Source: an optimization exercise on an open RTL-to-GDS flow (aim: small area, a short achievable clock period and few clock cycles per item). Production flows keep margins and buffers that such runs may drop. Only simulation tests tie the RTL to the original design; equivalence was not proved. Power and IR drop assume default switching activity.

<file path="flow/config.mk">
export PLATFORM = sky130hd
export DESIGN_NAME = kd_alarm_eval
export DESIGN_NICKNAME = kd_alarm_eval
export VERILOG_FILES = /design/flow/design.v
export SDC_FILE = /design/flow/constraint.sdc
export NUM_CORES = 4
export LEC_CHECK = 0
export CAP_MARGIN = 20
export CORE_MARGIN = 2
export CORE_UTILIZATION = 40
export SLEW_MARGIN = 20
</file>
<file path="flow/constraint.sdc">
create_clock -name core_clock -period 50.0 [get_ports {clk}]
set_input_delay 10.0000 -clock core_clock [delete_from_list [all_inputs] [get_ports {clk}]]
set_output_delay 10.0000 -clock core_clock [all_outputs]
set_load 0.01 [all_outputs]
</file>
<file path="flow/design.v">
module kd_fadd (
    input  wire [31:0] a,
    input  wire [31:0] b,
    output reg  [31:0] y
);
    wire        sa = a[31];
    wire        sb = b[31];
    wire [7:0]  ea = a[30:23];
    wire [7:0]  eb = b[30:23];
    wire        a_nan = (ea == 8'hFF) && (a[22:0] != 0);
    wire        b_nan = (eb == 8'hFF) && (b[22:0] != 0);
    wire        a_inf = (ea == 8'hFF) && (a[22:0] == 0);
    wire        b_inf = (eb == 8'hFF) && (b[22:0] == 0);
    wire [23:0] ma  = {ea != 0, a[22:0]};
    wire [23:0] mb  = {eb != 0, b[22:0]};
    wire [7:0]  eaf = (ea == 0) ? 8'd1 : ea;
    wire [7:0]  ebf = (eb == 0) ? 8'd1 : eb;
    wire        a_big = (a[30:0] >= b[30:0]);
    wire        sx  = a_big ? sa  : sb;
    wire        sy  = a_big ? sb  : sa;
    wire [7:0]  ex  = a_big ? eaf : ebf;
    wire [7:0]  ey  = a_big ? ebf : eaf;
    wire [23:0] mx  = a_big ? ma  : mb;
    wire [23:0] my  = a_big ? mb  : ma;
    wire [7:0]  d   = ex - ey;
    reg  [26:0] my_sh;
    reg  [26:0] lost;
    always @* begin
        lost = 27'd0;
        if (d >= 8'd27) begin
            my_sh = {26'd0, my != 0};
        end else begin
            my_sh = {my, 3'b000} >> d;
            lost  = ({my, 3'b000} << (8'd27 - d));
            my_sh[0] = my_sh[0] | (lost != 0);
        end
    end
    wire        sub = sx ^ sy;
    wire [27:0] sum = sub ? ({1'b0, mx, 3'b000} - {1'b0, my_sh})
                          : ({1'b0, mx, 3'b000} + {1'b0, my_sh});
    reg  [4:0] lz;
    integer i;
    always @* begin
        lz = 5'd27;
        for (i = 0; i < 27; i = i + 1)
            if (sum[i]) lz = 5'd26 - i[4:0];
    end
    reg  [26:0] m;
    reg  [9:0]  e;
    reg  [4:0]  sh;
    wire [7:0]  sh_max = ex - 8'd1;
    reg  [30:0] packed_r;
    reg         inc;
    always @* begin
        m = 27'd0;
        e = 10'd0;
        sh = 5'd0;
        if (sum[27]) begin
            m = {sum[27:2], sum[1] | sum[0]};
            e = {2'b00, ex} + 10'd1;
        end else begin
            sh = ({3'b000, lz} > ex - 8'd1) ? sh_max[4:0] : lz;
            m  = sum[26:0] << sh;
            e  = {2'b00, ex} - {5'd0, sh};
        end
        inc = m[2] & (m[1] | m[0] | m[3]);
        packed_r = {(m[26] ? e[7:0] : 8'd0), m[25:3]} + {30'd0, inc};
        if (a_nan || b_nan || (a_inf && b_inf && (sa != sb)))
            y = 32'h7FC0_0000;
        else if (a_inf)
            y = a;
        else if (b_inf)
            y = b;
        else if (sum == 0)
            y = {sa & sb, 31'd0};
        else if (e >= 10'd255)
            y = {sx, 8'hFF, 23'd0};
        else
            y = {sx, packed_r};
    end
endmodule
module kd_alarm_eval (
    input  wire        clk,
    input  wire        rst,
    input  wire [6:0]  cfg_limit_enable,
    input  wire [31:0] cfg_ll,
    input  wire [31:0] cfg_l,
    input  wire [31:0] cfg_h,
    input  wire [31:0] cfg_hh,
    input  wire [31:0] cfg_deadband,
    input  wire [19:0] cfg_on_delay,
    input  wire [19:0] cfg_off_delay,
    input  wire [19:0] cfg_flt_on_delay,
    input  wire [19:0] cfg_flt_off_delay,
    input  wire        cfg_limits_on_bad,
    input  wire [11:0] cfg_shelve_max_min,
    input  wire        ev_valid,
    output wire        ev_ready,
    input  wire [31:0] ev_time,
    input  wire [31:0] ev_value,
    input  wire [2:0]  ev_quality,
    input  wire        ev_hold,
    input  wire [31:0] ev_action,
    output reg         res_valid,
    output reg  [31:0] res_state,
    output reg  [15:0] res_seq,
    output reg  [3:0]  res_pw_event,
    output reg  [19:0] res_ev_a,
    output reg  [19:0] res_ev_b
);
    localparam [3:0] E_NONE = 4'h0, E_ONSET = 4'h1, E_RETURN = 4'h2, E_ACK = 4'h3,
                     E_SHELVE = 4'h4, E_UNSHELVE = 4'h5, E_OOS_ON = 4'h6, E_OOS_OFF = 4'h7;
    localparam [2:0] Q_STALE = 3'd2, Q_BAD = 3'd3, Q_INTEGRITY = 3'd4;
    function automatic is_nan(input [31:0] x);
        is_nan = (x[30:23] == 8'hFF) && (x[22:0] != 0);
    endfunction
    function automatic f_lt(input [31:0] x, input [31:0] y);
        reg both_zero;
        begin
            both_zero = (x[30:0] == 0) && (y[30:0] == 0);
            if (is_nan(x) || is_nan(y) || both_zero)
                f_lt = 1'b0;
            else if (x[31] != y[31])
                f_lt = x[31];
            else if (!x[31])
                f_lt = x[30:0] < y[30:0];
            else
                f_lt = x[30:0] > y[30:0];
        end
    endfunction
    function automatic f_le(input [31:0] x, input [31:0] y);
        begin
            if (is_nan(x) || is_nan(y))
                f_le = 1'b0;
            else
                f_le = f_lt(x, y) || (x == y) || ((x[30:0] == 0) && (y[30:0] == 0));
        end
    endfunction
    wire [31:0] neg_db = {~cfg_deadband[31], cfg_deadband[30:0]};
    wire [31:0] ll_clr, l_clr, h_clr, hh_clr;
    kd_fadd u_add_ll (.a(cfg_ll), .b(cfg_deadband), .y(ll_clr));
    kd_fadd u_add_l  (.a(cfg_l),  .b(cfg_deadband), .y(l_clr));
    kd_fadd u_sub_h  (.a(cfg_h),  .b(neg_db),       .y(h_clr));
    kd_fadd u_sub_hh (.a(cfg_hh), .b(neg_db),       .y(hh_clr));
    reg        oos, shelved;
    reg [31:0] shelve_end;
    reg [4:0]  raw, act, unack;
    reg [15:0] tseq;
    reg [31:0] tm_acc  [0:4];
    reg [31:0] tm_last [0:4];
    reg        tm_run  [0:4];
    reg        tm_held [0:4];
    reg        busy;
    reg [31:0] rq_time, rq_value, rq_action;
    reg [2:0]  rq_quality;
    reg        rq_hold;
    assign ev_ready = !busy;
    always @(posedge clk) begin
        if (rst) begin
            busy <= 1'b0;
        end else if (!busy) begin
            if (ev_valid) begin
                busy       <= 1'b1;
                rq_time    <= ev_time;
                rq_value   <= ev_value;
                rq_quality <= ev_quality;
                rq_hold    <= ev_hold;
                rq_action  <= ev_action;
            end
        end else begin
            busy <= 1'b0;
        end
    end
    reg        n_oos, n_shelved;
    reg [31:0] n_shelve_end;
    reg [4:0]  n_raw, n_act, n_unack;
    reg [15:0] n_tseq;
    reg [31:0] n_acc  [0:4];
    reg [31:0] n_last [0:4];
    reg        n_run  [0:4];
    reg        n_held [0:4];
    reg [3:0]  pw_ev;
    reg [3:0]  ev_a [0:4];
    reg [3:0]  ev_b [0:4];
    reg [4:0]  en, old_act, set_t, clr_t;
    reg        proc_held, flt_raw;
    reg [3:0]  action;
    reg [11:0] minutes;
    reg [31:0] elapsed, sum_acc;
    reg [19:0] dly;
    reg [3:0]  n_events;
    reg [16:0] seq_sum, seq_wrap;
    integer    k;
    always @* begin
        n_oos        = oos;
        n_shelved    = shelved;
        n_shelve_end = shelve_end;
        n_raw        = raw;
        n_act        = act;
        n_unack      = unack;
        n_tseq       = tseq;
        pw_ev        = E_NONE;
        for (k = 0; k < 5; k = k + 1) begin
            n_acc[k]  = tm_acc[k];
            n_last[k] = tm_last[k];
            n_run[k]  = tm_run[k];
            n_held[k] = tm_held[k];
            ev_a[k]   = E_NONE;
            ev_b[k]   = E_NONE;
        end
        en       = {cfg_limit_enable[6], cfg_limit_enable[3:0]};
        action   = rq_action[3:0];
        minutes  = rq_action[15:4];
        old_act  = act;
        set_t    = 5'd0;
        clr_t    = 5'd0;
        flt_raw  = 1'b0;
        proc_held = 1'b0;
        elapsed  = 32'd0;
        sum_acc  = 32'd0;
        dly      = 20'd0;
        n_events = 4'd0;
        seq_sum  = 17'd0;
        seq_wrap = 17'd0;
        if (rq_quality == Q_INTEGRITY) begin
            for (k = 0; k < 5; k = k + 1)
                n_held[k] = 1'b1;
        end else begin
            case (action)
                4'h1: begin  
                    if (rq_action[31:16] == 16'hFFFF || rq_action[31:16] == tseq) begin
                        for (k = 0; k < 5; k = k + 1)
                            if (n_unack[k]) begin
                                n_unack[k] = 1'b0;
                                ev_a[k] = E_ACK;
                            end
                    end
                end
                4'h2: begin  
                    if (cfg_shelve_max_min != 0 && minutes != 0 && minutes <= cfg_shelve_max_min
                        && !n_oos) begin
                        n_shelved    = 1'b1;
                        n_unack      = 5'd0;
                        n_shelve_end = rq_time + minutes * 32'd60000;
                        pw_ev        = E_SHELVE;
                    end
                end
                4'h3: begin  
                    if (n_shelved) begin
                        n_shelved = 1'b0;
                        pw_ev     = E_UNSHELVE;
                        for (k = 0; k < 5; k = k + 1)
                            if (n_act[k]) begin
                                n_unack[k] = 1'b1;
                                ev_a[k] = E_ONSET;
                            end
                    end
                end
                4'h4: begin  
                    n_oos     = 1'b1;
                    n_shelved = 1'b0;
                    n_raw     = 5'd0;
                    n_act     = 5'd0;
                    n_unack   = 5'd0;
                    for (k = 0; k < 5; k = k + 1) begin
                        n_acc[k]  = 32'd0;
                        n_last[k] = 32'd0;
                        n_run[k]  = 1'b0;
                        n_held[k] = 1'b0;
                    end
                    pw_ev = E_OOS_ON;
                end
                4'h5: begin  
                    if (n_oos) begin
                        n_oos = 1'b0;
                        pw_ev = E_OOS_OFF;
                    end
                end
                default: ;
            endcase
            if (n_shelved && rq_time >= n_shelve_end) begin
                n_shelved = 1'b0;
                pw_ev     = E_UNSHELVE;
                for (k = 0; k < 5; k = k + 1)
                    if (n_act[k]) begin
                        n_unack[k] = 1'b1;
                        ev_a[k] = E_ONSET;
                    end
            end
            old_act = n_act;
            if (!n_oos) begin
                set_t[0] = f_le(rq_value, cfg_ll);
                clr_t[0] = f_lt(ll_clr, rq_value);
                set_t[1] = f_le(rq_value, cfg_l);
                clr_t[1] = f_lt(l_clr, rq_value);
                set_t[2] = f_le(cfg_h, rq_value);
                clr_t[2] = f_lt(rq_value, h_clr);
                set_t[3] = f_le(cfg_hh, rq_value);
                clr_t[3] = f_lt(rq_value, hh_clr);
                flt_raw  = (rq_quality == Q_BAD);
                proc_held = rq_hold || (rq_quality >= Q_STALE && !cfg_limits_on_bad);
                if (!proc_held) begin
                    for (k = 0; k < 4; k = k + 1) begin
                        if (set_t[k])
                            n_raw[k] = 1'b1;
                        else if (clr_t[k])
                            n_raw[k] = 1'b0;
                    end
                end
                n_raw[4] = flt_raw;
                n_raw = n_raw & en;
                for (k = 0; k < 5; k = k + 1) begin
                    if (!en[k]) begin
                        n_act[k]  = 1'b0;
                        n_acc[k]  = 32'd0;
                        n_last[k] = 32'd0;
                        n_run[k]  = 1'b0;
                        n_held[k] = 1'b0;
                    end else if (k < 4 && proc_held) begin
                        n_held[k] = 1'b1;
                    end else if (n_raw[k] == n_act[k]) begin
                        n_acc[k]  = 32'd0;
                        n_last[k] = 32'd0;
                        n_run[k]  = 1'b0;
                        n_held[k] = 1'b0;
                    end else begin
                        if (!n_run[k]) begin
                            n_acc[k] = 32'd0;
                        end else if (!n_held[k]) begin
                            elapsed = rq_time - n_last[k];
                            sum_acc = n_acc[k] + elapsed;
                            n_acc[k] = (sum_acc < n_acc[k]) ? 32'hFFFF_FFFF : sum_acc;
                        end
                        n_last[k] = rq_time;
                        n_held[k] = 1'b0;
                        n_run[k]  = 1'b1;
                        if (k == 4)
                            dly = n_raw[k] ? cfg_flt_on_delay : cfg_flt_off_delay;
                        else
                            dly = n_raw[k] ? cfg_on_delay : cfg_off_delay;
                        if (n_acc[k] >= {12'd0, dly}) begin
                            n_act[k]  = n_raw[k];
                            n_acc[k]  = 32'd0;
                            n_last[k] = 32'd0;
                            n_run[k]  = 1'b0;
                        end
                    end
                end
                if (!n_shelved) begin
                    for (k = 0; k < 5; k = k + 1) begin
                        if (n_act[k] != old_act[k]) begin
                            if (n_act[k]) begin
                                n_unack[k] = 1'b1;
                                ev_b[k] = E_ONSET;
                            end else begin
                                ev_b[k] = E_RETURN;
                            end
                        end
                    end
                end
            end
            n_events = (pw_ev != E_NONE) ? 4'd1 : 4'd0;
            for (k = 0; k < 5; k = k + 1) begin
                if (ev_a[k] != E_NONE) n_events = n_events + 4'd1;
                if (ev_b[k] != E_NONE) n_events = n_events + 4'd1;
            end
            seq_sum = {1'b0, tseq} + {13'd0, n_events};
            seq_wrap = seq_sum - 17'd65535;
            n_tseq  = (seq_sum >= 17'd65535) ? seq_wrap[15:0] : seq_sum[15:0];
        end
    end
    always @(posedge clk) begin
        if (rst) begin
            oos        <= 1'b0;
            shelved    <= 1'b0;
            shelve_end <= 32'd0;
            raw        <= 5'd0;
            act        <= 5'd0;
            unack      <= 5'd0;
            tseq       <= 16'd0;
            for (k = 0; k < 5; k = k + 1) begin
                tm_acc[k]  <= 32'd0;
                tm_last[k] <= 32'd0;
                tm_run[k]  <= 1'b0;
                tm_held[k] <= 1'b0;
            end
            res_valid    <= 1'b0;
            res_state    <= 32'd0;
            res_seq      <= 16'd0;
            res_pw_event <= 4'd0;
            res_ev_a     <= 20'd0;
            res_ev_b     <= 20'd0;
        end else begin
            res_valid <= busy;
            if (busy) begin
                oos        <= n_oos;
                shelved    <= n_shelved;
                shelve_end <= n_shelve_end;
                raw        <= n_raw;
                act        <= n_act;
                unack      <= n_unack;
                tseq       <= n_tseq;
                for (k = 0; k < 5; k = k + 1) begin
                    tm_acc[k]  <= n_acc[k];
                    tm_last[k] <= n_last[k];
                    tm_run[k]  <= n_run[k];
                    tm_held[k] <= n_held[k];
                end
                res_state <= {n_oos, n_shelved, 2'b00, 5'd0,
                              n_unack[4], 2'b00, n_unack[3:0], 1'b0,
                              n_act[4], 2'b00, n_act[3:0], 1'b0,
                              n_raw[4], 2'b00, n_raw[3:0]};
                res_seq      <= n_tseq;
                res_pw_event <= pw_ev;
                res_ev_a     <= {ev_a[4], ev_a[3], ev_a[2], ev_a[1], ev_a[0]};
                res_ev_b     <= {ev_b[4], ev_b[3], ev_b[2], ev_b[1], ev_b[0]};
            end
        end
    end
endmodule
</file>
<file path="flow/run.sh">
#!/bin/bash
# synth_recipe.tcl (not shown) runs the flow's synth.tcl, then flattens the netlist and writes it again
# the make line also repeats each setting of config.mk as NAME=value (left out here)
make -C /OpenROAD-flow-scripts/flow DESIGN_CONFIG=/design/flow/config.mk WORK_HOME=/design/flow/orfs CLKGATE_MAP_FILE= SYNTH_SCRIPT=/design/flow/synth_recipe.tcl finish
</file>
==> summary.txt <==
[layout make-up]
class / instances / area (um2) / area share [%]
antenna: 50 / 125 / 0.110
clock buffer: 87 / 1850 / 1.62
clock inverter: 33 / 537 / 0.470
inverter: 1142 / 4290 / 3.76
multi-input combinational: 11900 / 85300 / 74.7
sequential: 520 / 11400 / 9.99
tap: 3402 / 4260 / 3.73
timing repair buffer: 710 / 6410 / 5.61
[worst paths after layout]
check / startpoint / endpoint / slack [ns]
max reg2reg: rq_action[0] / tseq[9] / 27.00
min reg2reg: tm_last[0][28] / tm_last[0][28] / 0.44
min: tm_last[0][28] / tm_last[0][28] / 0.44
max: cfg_deadband[18] / tseq[9] / 3.32
[per-layer routing]
metal	vias up	part of all wire (%)	global-route usage [%]
met3	1179	12	8.84
met4	28	6.2	17.6
met1	53800	43	46.5
met2	6501	39	46.4
met5	-	0.066	0
li1	52700	-	-
[cell families (layout without fill, tap and decap cells)]
logic type | after synthesis | in the layout | synth area share [%]
compound gates | 4487 | 4487 | 29.4
simple gates | 4904 | 4904 | 23.5
fa+ha+maj | 1453 | 1453 | 19.0
xor+xnor | 475 | 475 | 4.06
buf+inv | 1956 | 1972 | 7.59
flops | 520 | 520 | 11.0
other cells | 1 | 86 | 0.00360
mux | 517 | 517 | 5.53
[registers in the layout, summed over array words and instances, names as in the netlist, 3 cells and up]
signal,cells
res_ev_a,10
tm_acc,160
unack,4
tm_last,160
tm_run,5
res_state,4
res_pw_event,3
shelve_end,32
raw,4
tseq,16
rq_quality,3
rq_action,32
rq_value,32
act,4
rq_time,32
res_ev_b,10
tm_held,5
[worst reg2reg max path, delay by kind of cell (launching register included)]
kind / cells / cell delay (ns)
and+or+nand+nor: 34 / 6.30
xor gates and xnor gates: 5 / 0.78
muxes: 2 / 0.53
adders and majority gates: 11 / 3.40
DFF: 1 / 0.61
buffers and inverters: 5 / 1.00
AOI/OAI and AO/OA: 52 / 10.19
[power by group]
part	leakage (nW)	switching, W	internal (W)
clock	1.16	0.000219	0.000318
sequential	4.32	0.0000134	0.000434
combinational	43.2	0.00175	0.000940
[through the flow]
step                cells  setup slack, ns  util [%]  hold WS (ns)  cell area, um2
floorplan           14300             9.75         -         0.417          104000
global placement    17600             3.64      43.1         0.433          112000
detailed placement  17600             3.53      43.1         0.437          112000
CTS                 17800             4.17      44.0         0.446          114000
global route        17800             1.01      44.0         0.464          114000
finish              17800             3.32      44.1         0.442          114000
[layout by cell type, fill, tap and decap left out, types with 209 or more instances in the layout]
master              n
fa_1              209
a211oi_1          244
buf_4             289
nor2b_1           321
inv_1            1103
xnor2_1           352
a21o_1            301
nand4_1           253
mux2i_1           405
nor3_1            325
clkdlybuf4s50_1   416
ha_1             1233
nand3_1           379
a21oi_1          1127
nand2_1          1412
o21ai_0           713
dfxtp_1           420
nor2_1           1037
==> impl_metrics.ini <==
[cts]
post_cts_buffers = 0
clock-root-buffer = clkbuf_16
insertion_delay_ns = 0.70
cts.sinks = 520
cts_hold_buf = 0
ctsResizeCount = 0
cts_tree = done
clk_pin_slew_worst_paths_ns = 0.06
clock_path_buffers = 3
cts_buffers = 66
htree_levels = 3

[timing]
setup_viol = 0
slew_violations = 0
finalSetupTns_ns = 0
max_freq_ghz = 0.0214
min_period_ns = 46.68
min_period_over_period_pct = 93.4
tightest_slew_ns = 1.39
slew_headroom_pct = 6.52
skew_ns = 0.0405
rsz0062_at_grt = false
finalHoldViolations = 0

[worst_setup_path]
worstSetupEndpointType = register
cp_num_cells = 158
startpoint_type = input pin
path_common_cell = a21oi_1
crit_buf_inv = 15
reg2regPathDepth = 109
cp.required_ns = 50.52
crit_type = input pin to register
critPathMaxStageDelay_ns = 0.98
worst_ep_arrival_time_ns = 47.20
slowest_stage = nor4b_1
critical_path.max_fanout = 32
critPathTopFamily = compound AO/OA/AOI/OAI gates

[grt]
grtUsageTotal_pct = 33.4
grt_max_degree = 88
grt_overflow = 0
grt_pass1_vias = 102000
grt_pass1_wl_mm = 677
antenna_found_initial = 56

[floorplan]
die-area_um2 = 264000
coreArea_um2 = 259000
rows = 187
die_x_um = 514
ios = 457
die_y_um = 514
start_util_pct = 40.2

[routing]
vias_per_cell = 6.41
wl_mm = 462
drtAntennaViolNets = 0
wl_per_cell_um = 25.9
drc = 0
first_pass_iters = 7
dr.first_iter.drc_count = 14800
num_vias = 114000

[placement]
portBuffers = 418
gp_congestion = 1.05
place_hpwl_mm = 358

[synthesis]
avgSynthCellArea_um2 = 7.28
synth_edf_count = 100
syn-cell-area_um2 = 104000
ys_seq_area_share_pct = 11.0
synth_common_cells = nand2_1, ha_1, a21oi_1
ys_warn_count = 12
yosys.area.top_type_share_pct = 14.9
synthCells = 14300
ys_ff_latch = 520
synth_flop_cell = dfxtp_1
yosysTopAreaCell = ha_1
async_flop_share_pct = 0
synth_most_common_cell = nand2_1
ys_types = 147
synth.area.top_cells = ha_1, dfxtp_1, a21oi_1

[power_and_ir_drop]
power.density_nw_per_um2 = 32.2
peakVddDrop_uv = 29.2
leakagePower_nw = 48.7
p_total_w = 0.00367

[layout]
fin_nets = 16100
drive_above_1_share_pct = 5.98
n_fill_cell = 26800
syn2layout_area_growth_pct = 9.66

[min_path]
hold_path_depth = 2
hp-class = register to register

[run_status]
status = complete, no violations

[run]
maxCapViolCount = 0
Testbench counts, summed over its fixed seeds: cycles 48,008, items 24,000.

re-timing with driven ports:
The flow's constraints put no driver on any port. The routed layout listed below was extracted and timed again, unchanged, in two steps. Step 1 (the two cells are an assumption about what drives the block):
set clk [get_ports {clk}]
set_driving_cell -lib_cell sky130_fd_sc_hd__clkbuf_16 $clk
set_driving_cell -lib_cell sky130_fd_sc_hd__buf_2 [delete_from_list [all_inputs] $clk]
Step 2 times the ports against the registers' clock, not the clock port: input delays grow and output delays shrink by t, the midpoint of the rising clock arrivals with the driver on. a / b / c = no drivers / after step 1 / after step 2; a / b = the first two.
t (ns): 0.779
setup WS [ns]: 3.318 / 3.376 / 2.597
slew at the worst register clock pin (ns): 0.07 / 0.07
After both steps this run still meets setup and hold. For this run, drivers alone change the setup slack by +0.058 ns; drivers and shift together by -0.721 ns.
